What follows belongs to an exercise in optimizing a design on an open flow for small area, a short achievable clock period and few clock cycles per item; a production flow would make more cautious choices.
The RTL was checked by simulation tests, not by an equivalence proof against the original design.

==> job 2554: inputs <==
## casub_flit_enc
module casub_flit_enc (
    input  wire        clk,
    input  wire        rst,         
    input  wire        in_valid,
    output wire        in_ready,
    input  wire [63:0] in_data,
    output wire        out_valid,
    input  wire        out_ready,
    output wire [63:0] out_data,
    output wire        out_last
);
Settings: LEC_CHECK=0, CAP_MARGIN=20, CORE_MARGIN=2, CORE_UTILIZATION=40, PLACE_DENSITY=0.6, SLEW_MARGIN=20; clock period 10.0 ns.
standard.sh (not shown) runs the stock make flow with config.mk's settings and CLKGATE_MAP_FILE= SYNTH_SCRIPT=/design/flow/synth_recipe.tcl, a recipe that flattens the netlist after the stock synthesis.
==> flow/flow/run.sh <==
#!/bin/bash
# The standard layout, except:
#  - synthesis is ORFS's synthesis script unchanged, but ABC maps with
#    flow/abc_map.script (area-oriented mapping with no up-sizing; the timing
#    repair later sizes the critical paths) and the 3-input XOR/XNOR cells are
#    added to DONT_USE_CELLS for this step. Registers are mapped by the same
#    dfflibmap pass, so their names and cell types match the standard synthesis.
set -euo pipefail
DU="sky130_fd_sc_hd__probe_p_8 sky130_fd_sc_hd__probec_p_8 sky130_fd_sc_hd__lpflow_bleeder_1 sky130_fd_sc_hd__lpflow_clkbufkapwr_1 sky130_fd_sc_hd__lpflow_clkbufkapwr_16 sky130_fd_sc_hd__lpflow_clkbufkapwr_2 sky130_fd_sc_hd__lpflow_clkbufkapwr_4 sky130_fd_sc_hd__lpflow_clkbufkapwr_8 sky130_fd_sc_hd__lpflow_clkinvkapwr_1 sky130_fd_sc_hd__lpflow_clkinvkapwr_16 sky130_fd_sc_hd__lpflow_clkinvkapwr_2 sky130_fd_sc_hd__lpflow_clkinvkapwr_4 sky130_fd_sc_hd__lpflow_clkinvkapwr_8 sky130_fd_sc_hd__lpflow_decapkapwr_12 sky130_fd_sc_hd__lpflow_decapkapwr_3 sky130_fd_sc_hd__lpflow_decapkapwr_4 sky130_fd_sc_hd__lpflow_decapkapwr_6 sky130_fd_sc_hd__lpflow_decapkapwr_8 sky130_fd_sc_hd__lpflow_inputiso0n_1 sky130_fd_sc_hd__lpflow_inputiso0p_1 sky130_fd_sc_hd__lpflow_inputiso1n_1 sky130_fd_sc_hd__lpflow_inputiso1p_1 sky130_fd_sc_hd__lpflow_inputisolatch_1 sky130_fd_sc_hd__lpflow_isobufsrc_1 sky130_fd_sc_hd__lpflow_isobufsrc_16 sky130_fd_sc_hd__lpflow_isobufsrc_2 sky130_fd_sc_hd__lpflow_isobufsrc_4 sky130_fd_sc_hd__lpflow_isobufsrc_8 sky130_fd_sc_hd__lpflow_isobufsrckapwr_16 sky130_fd_sc_hd__lpflow_lsbuf_lh_hl_isowell_tap_1 sky130_fd_sc_hd__lpflow_lsbuf_lh_hl_isowell_tap_2 sky130_fd_sc_hd__lpflow_lsbuf_lh_hl_isowell_tap_4 sky130_fd_sc_hd__lpflow_lsbuf_lh_isowell_4 sky130_fd_sc_hd__lpflow_lsbuf_lh_isowell_tap_1 sky130_fd_sc_hd__lpflow_lsbuf_lh_isowell_tap_2 sky130_fd_sc_hd__lpflow_lsbuf_lh_isowell_tap_4  sky130_fd_sc_hd__xor3_1 sky130_fd_sc_hd__xor3_2 sky130_fd_sc_hd__xor3_4 sky130_fd_sc_hd__xnor3_1 sky130_fd_sc_hd__xnor3_2 sky130_fd_sc_hd__xnor3_4"
cp -r "$FLOW_HOME/scripts" myscripts
cp flow/abc_map.script myscripts/abc_speed.script
bash standard.sh SCRIPTS_DIR="$PWD/myscripts" "DONT_USE_CELLS=$DU" synth > flow_synth.log 2>&1
bash standard.sh SETUP_SLACK_MARGIN=6.6 'BUFFER_PORTS_ARGS=-buffer_cell sky130_fd_sc_hd__buf_1' CTS_CLUSTER_SIZE=22 CTS_CLUSTER_DIAMETER=100 PLACE_DENSITY=0.7 finish > flow_standard.log 2>&1
==> flow/flow/abc_map.script <==
&get -n
&st
&dch
&nf
&put
==> job 2097 (differences from job 2554) <==
--- a/flow/design.v
+++ b/flow/design.v
@@ -1840,27 +1840,28 @@
                r0[47:40], r1[47:40], r0[39:32], r1[39:32]};
     endfunction
     wire b29  = (beat == 5'd29);
     wire ld   = !out_v || out_ready;
     wire have = sk_v || !dp || in_valid;
     wire take = ld && have;
     wire [63:0] src_in  = sk_v ? sk_q : in_data;
-    wire [63:0] src_gen = b29 ? ~crc_n : par(rem0_n, rem1_n);
-    wire [63:0] src = (sk_v || dp) ? src_in : src_gen;
+    wire [63:0] src_old = b29 ? ~crc   : par(rem0, rem1);
+    wire [63:0] src_new = b29 ? ~crc_n : par(rem0_n, rem1_n);
+    wire [63:0] src = (sk_v || dp) ? src_in : (fr ? src_new : src_old);
     wire sk_v_nx = !rst && !ld && (sk_v || (in_valid && rdy));
     wire dp_nx   = rst || (take ? ((beat < 5'd28) || (beat == 5'd31)) : dp);
     always @(posedge clk) begin
-        if (rst || (take && fr && !fd))
+        if (rst || (fr && !fd))
             crc <= {64{1'b1}};
-        else if (take && fd)
+        else if (fd)
             crc <= crc_n;
         if (rst) begin
             rem0 <= 64'd0;
             rem1 <= 64'd0;
-        end else if (take && fr) begin
+        end else if (fr) begin
             rem0 <= rem0_n;
             rem1 <= rem1_n;
         end
         if (!sk_v) sk_q <= in_data;
         sk_v <= sk_v_nx;
         dp   <= dp_nx;
         rdy  <= !sk_v_nx && dp_nx;
@@ -1868,17 +1869,17 @@
         if (rst) begin
             beat  <= 5'd0;
             out_v <= 1'b0;
             out_l <= 1'b0;
             fr    <= 1'b0;
             fd    <= 1'b0;
         end else begin
+            fr <= take;
+            fd <= take && dp;
             if (ld) out_v <= have;
             if (take) begin
-                fr    <= 1'b1;
-                fd    <= dp;
                 out_l <= (beat == 5'd31);
                 beat  <= beat + 5'd1;
             end
         end
     end
 endmodule
==> flow/flow/run.sh (replaced) <==
#!/bin/bash
# The standard layout, except:
#  - synthesis is ORFS's synthesis script unchanged but with the ABC mapping
#    script replaced by flow/abc_map.script (area-oriented mapping that keeps
#    the XOR networks of the RTL); registers are mapped by the same dfflibmap
#    pass, so names and cell types match the standard synthesis;
set -euo pipefail
MARGIN=6.4
cp -r "$FLOW_HOME/scripts" myscripts
cp flow/abc_map.script myscripts/abc_speed.script
cp flow/abc_map.script myscripts/abc_area.script
bash standard.sh SCRIPTS_DIR="$PWD/myscripts" synth > flow_synth.log 2>&1
bash standard.sh SETUP_SLACK_MARGIN=$MARGIN finish > flow_standard.log 2>&1
==> flow/flow/abc_map.script (replaced) <==
strash
dch -f
amap
==> summary of the runs <==
Job 2554 went through all stages and came out clean. Job 2097 finished clean.
Of job 2554 and job 2097, job 2097 has the higher non-clock buffer count (gap 685).
Against job 2097, the register-to-register slack of job 2554 is higher by 0.50 ns.
In job 2554 the synthesized cell count is lower than in job 2097, by about 30%.
Between job 2554 and job 2097, the lower via count is in job 2554 (gap about 50%, measured against job 2097).
Between job 2554 and job 2097, the lower synthesized area is in job 2554 (gap 2.4%, measured against job 2097).
Of job 2097 and job 2554, job 2554 has the higher setup slack (gap 0.50 ns).
In flip-flop and latch count, job 2097 and job 2554 do not differ.
==> figures <==
| quantity | job 2097 | job 2554 |
|---|---|---|
| Outcome | timing/DRC/antenna clean | timing/DRC/antenna clean |
| Die Width | 265 µm | 262 µm |
| Critical path depth in cells | 14 | 11 |
| Most common cell after layout, fill and taps aside | sky130_fd_sc_hd__nor2_1 | sky130_fd_sc_hd__xnor2_1 |
| Complex-gate fraction of the synthesized area | 50.5% | 8.63% |
| End-of-flow core utilization | 70.9% | 49.4% |
| Length of routed met3 wiring | 38900 µm | 10700 µm |
| Required time of the critical path | 10.39 ns | 10.30 ns |
| Mapped cell area | 27300 µm² | 26600 µm² |
| Hold endpoint | sk_q[5] | sk_q[51] |
| Final-stage net count | 5263 | 3254 |
| Startpoint of the worst-slack reg-to-reg timing path | out_q[7] | out_q[57] |
| Last weighted congestion value of the routability-driven placer | 1.19 | 1.05 |
| Post-route cell area | 47800 µm² | 32600 µm² |
| Adder-Cell Fraction of Synth Area | 0.138% | 0.141% |
| Routed metal-1 wirelength | 71200 µm | 47300 µm |
| Routed met2 length | 81800 µm | 45900 µm |
| Total detailed-routing wirelength | 216000 µm | 109000 µm |
| Number of buffer and inverter stages on the critical path | 4 | 2 |
| Minimum setup slack among reg-to-reg paths | 6.04 ns | 6.53 ns |
Testbench counts of job 2554, summed over its fixed seeds: cycles 12,296, flits 384.
Testbench counts of job 2097, summed over its fixed seeds: cycles 12,296, flits 384.

==> inputs of run a <==
casub_flit_enc again, from the RTL that the note above started with.
export LEC_CHECK = 0
export CAP_MARGIN = 20
export CORE_MARGIN = 2
export CORE_UTILIZATION = 40
export PLACE_DENSITY = 0.6
export SLEW_MARGIN = 20
create_clock -name core_clock -period 10.0 [get_ports {clk}]
==> flow/flow/run.sh <==
#!/bin/bash
# The standard layout, except:
#  - synthesis is ORFS's synthesis script unchanged, but ABC maps with
#    flow/abc_map.script (area-oriented mapping with no up-sizing; the timing
#    repair later sizes the critical paths) and the 3-input XOR/XNOR cells are
#    added to DONT_USE_CELLS for this step. Registers are mapped by the same
#    dfflibmap pass, so their names and cell types match the standard synthesis.
set -euo pipefail
DU="sky130_fd_sc_hd__probe_p_8 sky130_fd_sc_hd__probec_p_8 sky130_fd_sc_hd__lpflow_bleeder_1 sky130_fd_sc_hd__lpflow_clkbufkapwr_1 sky130_fd_sc_hd__lpflow_clkbufkapwr_16 sky130_fd_sc_hd__lpflow_clkbufkapwr_2 sky130_fd_sc_hd__lpflow_clkbufkapwr_4 sky130_fd_sc_hd__lpflow_clkbufkapwr_8 sky130_fd_sc_hd__lpflow_clkinvkapwr_1 sky130_fd_sc_hd__lpflow_clkinvkapwr_16 sky130_fd_sc_hd__lpflow_clkinvkapwr_2 sky130_fd_sc_hd__lpflow_clkinvkapwr_4 sky130_fd_sc_hd__lpflow_clkinvkapwr_8 sky130_fd_sc_hd__lpflow_decapkapwr_12 sky130_fd_sc_hd__lpflow_decapkapwr_3 sky130_fd_sc_hd__lpflow_decapkapwr_4 sky130_fd_sc_hd__lpflow_decapkapwr_6 sky130_fd_sc_hd__lpflow_decapkapwr_8 sky130_fd_sc_hd__lpflow_inputiso0n_1 sky130_fd_sc_hd__lpflow_inputiso0p_1 sky130_fd_sc_hd__lpflow_inputiso1n_1 sky130_fd_sc_hd__lpflow_inputiso1p_1 sky130_fd_sc_hd__lpflow_inputisolatch_1 sky130_fd_sc_hd__lpflow_isobufsrc_1 sky130_fd_sc_hd__lpflow_isobufsrc_16 sky130_fd_sc_hd__lpflow_isobufsrc_2 sky130_fd_sc_hd__lpflow_isobufsrc_4 sky130_fd_sc_hd__lpflow_isobufsrc_8 sky130_fd_sc_hd__lpflow_isobufsrckapwr_16 sky130_fd_sc_hd__lpflow_lsbuf_lh_hl_isowell_tap_1 sky130_fd_sc_hd__lpflow_lsbuf_lh_hl_isowell_tap_2 sky130_fd_sc_hd__lpflow_lsbuf_lh_hl_isowell_tap_4 sky130_fd_sc_hd__lpflow_lsbuf_lh_isowell_4 sky130_fd_sc_hd__lpflow_lsbuf_lh_isowell_tap_1 sky130_fd_sc_hd__lpflow_lsbuf_lh_isowell_tap_2 sky130_fd_sc_hd__lpflow_lsbuf_lh_isowell_tap_4  sky130_fd_sc_hd__xor3_1 sky130_fd_sc_hd__xor3_2 sky130_fd_sc_hd__xor3_4 sky130_fd_sc_hd__xnor3_1 sky130_fd_sc_hd__xnor3_2 sky130_fd_sc_hd__xnor3_4"
cp -r "$FLOW_HOME/scripts" myscripts
cp flow/abc_map.script myscripts/abc_speed.script
bash standard.sh SCRIPTS_DIR="$PWD/myscripts" "DONT_USE_CELLS=$DU" synth > flow_synth.log 2>&1
bash standard.sh SETUP_SLACK_MARGIN=6.6 'BUFFER_PORTS_ARGS=-buffer_cell sky130_fd_sc_hd__buf_1' CTS_CLUSTER_SIZE=22 CTS_CLUSTER_DIAMETER=100 GPL_TIMING_DRIVEN=0 finish > flow_standard.log 2>&1
==> flow/flow/abc_map.script <==
&get -n
&st
&dch
&nf
&put
==> inputs of run b, as changes to run a <==
--- a/flow/design.v
+++ b/flow/design.v
@@ -1839,46 +1839,47 @@
         par = {r0[63:56], r1[63:56], r0[55:48], r1[55:48],
                r0[47:40], r1[47:40], r0[39:32], r1[39:32]};
     endfunction
     wire b29  = (beat == 5'd29);
     wire ld   = !out_v || out_ready;
     wire have = sk_v || !dp || in_valid;
     wire take = ld && have;
     wire [63:0] src_in  = sk_v ? sk_q : in_data;
-    wire [63:0] src_gen = b29 ? ~crc_n : par(rem0_n, rem1_n);
-    wire [63:0] src = (sk_v || dp) ? src_in : src_gen;
+    wire [63:0] src_old = b29 ? ~crc   : par(rem0, rem1);
+    wire [63:0] src_new = b29 ? ~crc_n : par(rem0_n, rem1_n);
+    wire [63:0] src = (sk_v || dp) ? src_in : (fr ? src_new : src_old);
     wire sk_v_nx = !rst && !ld && (sk_v || (in_valid && rdy));
     wire dp_nx   = rst || (take ? ((beat < 5'd28) || (beat == 5'd31)) : dp);
     always @(posedge clk) begin
-        if (rst || (take && fr && !fd))
+        if (rst || (fr && !fd))
             crc <= {64{1'b1}};
-        else if (take && fd)
+        else if (fd)
             crc <= crc_n;
         if (rst) begin
             rem0 <= 64'd0;
             rem1 <= 64'd0;
-        end else if (take && fr) begin
+        end else if (fr) begin
             rem0 <= rem0_n;
             rem1 <= rem1_n;
         end
         if (!sk_v) sk_q <= in_data;
         sk_v <= sk_v_nx;
         dp   <= dp_nx;
         rdy  <= !sk_v_nx && dp_nx;
         if (take) out_q <= src;
         if (rst) begin
             beat  <= 5'd0;
             out_v <= 1'b0;
             out_l <= 1'b0;
             fr    <= 1'b0;
             fd    <= 1'b0;
         end else begin
+            fr <= take;
+            fd <= take && dp;
             if (ld) out_v <= have;
             if (take) begin
-                fr    <= 1'b1;
-                fd    <= dp;
                 out_l <= (beat == 5'd31);
                 beat  <= beat + 5'd1;
             end
         end
     end
 endmodule
==> flow/flow/run.sh (replaced) <==
#!/bin/bash
set -euo pipefail
bash standard.sh SETUP_SLACK_MARGIN=6.4 'BUFFER_PORTS_ARGS=-buffer_cell sky130_fd_sc_hd__buf_1' finish > flow_standard.log 2>&1
removed: flow/flow/abc_map.script
==> flow_summary.json <==
{
  "status": "timing/DRC/antenna clean",
  "multi_input_area_share_pct": 67.8,
  "synth_top_area_share_pct": 33.4,
  "cp_cell_sequence": "xnor2_4, buf_4, xor2_1, xor2_2, xnor2_1, xnor3_1, xnor2_1, a21oi_1, a21oi_1",
  "nets": 3268,
  "wl_met3_microns": 10100,
  "crit_arrival_ps": 4140,
  "synthXorXnorAreaFrac_pct": 58.8,
  "bufAreaShareNonClock_pct": 4.06,
  "synth_adder_area_share_pct": 0.122,
  "grt_pass1_wl_microns": 169000,
  "syn_to_final_growth_pct": 14.6,
  "viasPerCell": 5.33,
  "grtUsageTotal_pct": 30.2,
  "max_freq_mhz": 269,
  "synthMuxAreaShare_pct": 4.58,
  "grt_util_met2_pct": 48.9,
  "cts_made_buffers": 40
}
The numbers above come from run b.

==> flow_summary.json <==
{
  "status": "timing/DRC/antenna clean",
  "synth_adder_area_share_pct": 0.141,
  "grt_pass1_wl_microns": 153000,
  "synth_top_area_share_pct": 43.6,
  "max_freq_mhz": 288,
  "synthXorXnorAreaFrac_pct": 56.7,
  "wl_met3_microns": 9370,
  "bufAreaShareNonClock_pct": 9.38,
  "cts_made_buffers": 22,
  "min_period_ps": 3480,
  "grt_util_met2_pct": 47.6,
  "nets": 3344,
  "cp_cell_sequence": "xor2_4, xnor2_4, xor2_4, xor2_2, xnor2_2, xnor2_2, xnor2_2, o21ai_0, nand2_1",
  "syn_to_final_growth_pct": 37.4,
  "crit_arrival_ps": 3780,
  "multi_input_area_share_pct": 65.6
}
The numbers above come from run a.

Testbench counts of run a, summed over its fixed seeds: cycles 12,296, flits 384.
Testbench counts of run b, summed over its fixed seeds: cycles 12,296, flits 384.

afterwards: timing with drivers on the ports:
In the flow no input, the clock included, has a driving cell. The finished layouts below were timed again as built, in two steps.
Step 1 assumes that a clkbuf_16 drives the clock port and a buf_2 every other input.
Step 2 also shifts input and output timing later by t, the mid clock arrival at the registers, as if the neighbouring blocks saw the same clock.
a / b / c = ideal ports / drivers / drivers and shift; a / b = the first two.
run | shift t [ns] | setup WS [ns] | clock arrival spread, ns | worst register clock-pin slew, ns | cell pins on the clock port's net
job 2554 | 0.602 | 6.535 / 6.535 / 6.136 | 0.018 / 0.018 | 0.11 / 0.11 | 1
job 2097 | 0.696 | 6.038 / 6.038 / 5.750 | 0.061 / 0.060 | 0.07 / 0.07 | 1
run a | 0.624 | 6.525 / 6.525 / 6.093 | 0.032 / 0.032 | 0.10 / 0.10 | 1
run b | 0.632 | 6.276 / 6.276 / 5.983 | 0.016 / 0.016 | 0.06 / 0.06 | 1
After both steps every run listed still meets setup and hold. The setup slack of run a, which loses most, moves by 0.000 ns with the drivers and by -0.432 ns with both steps.
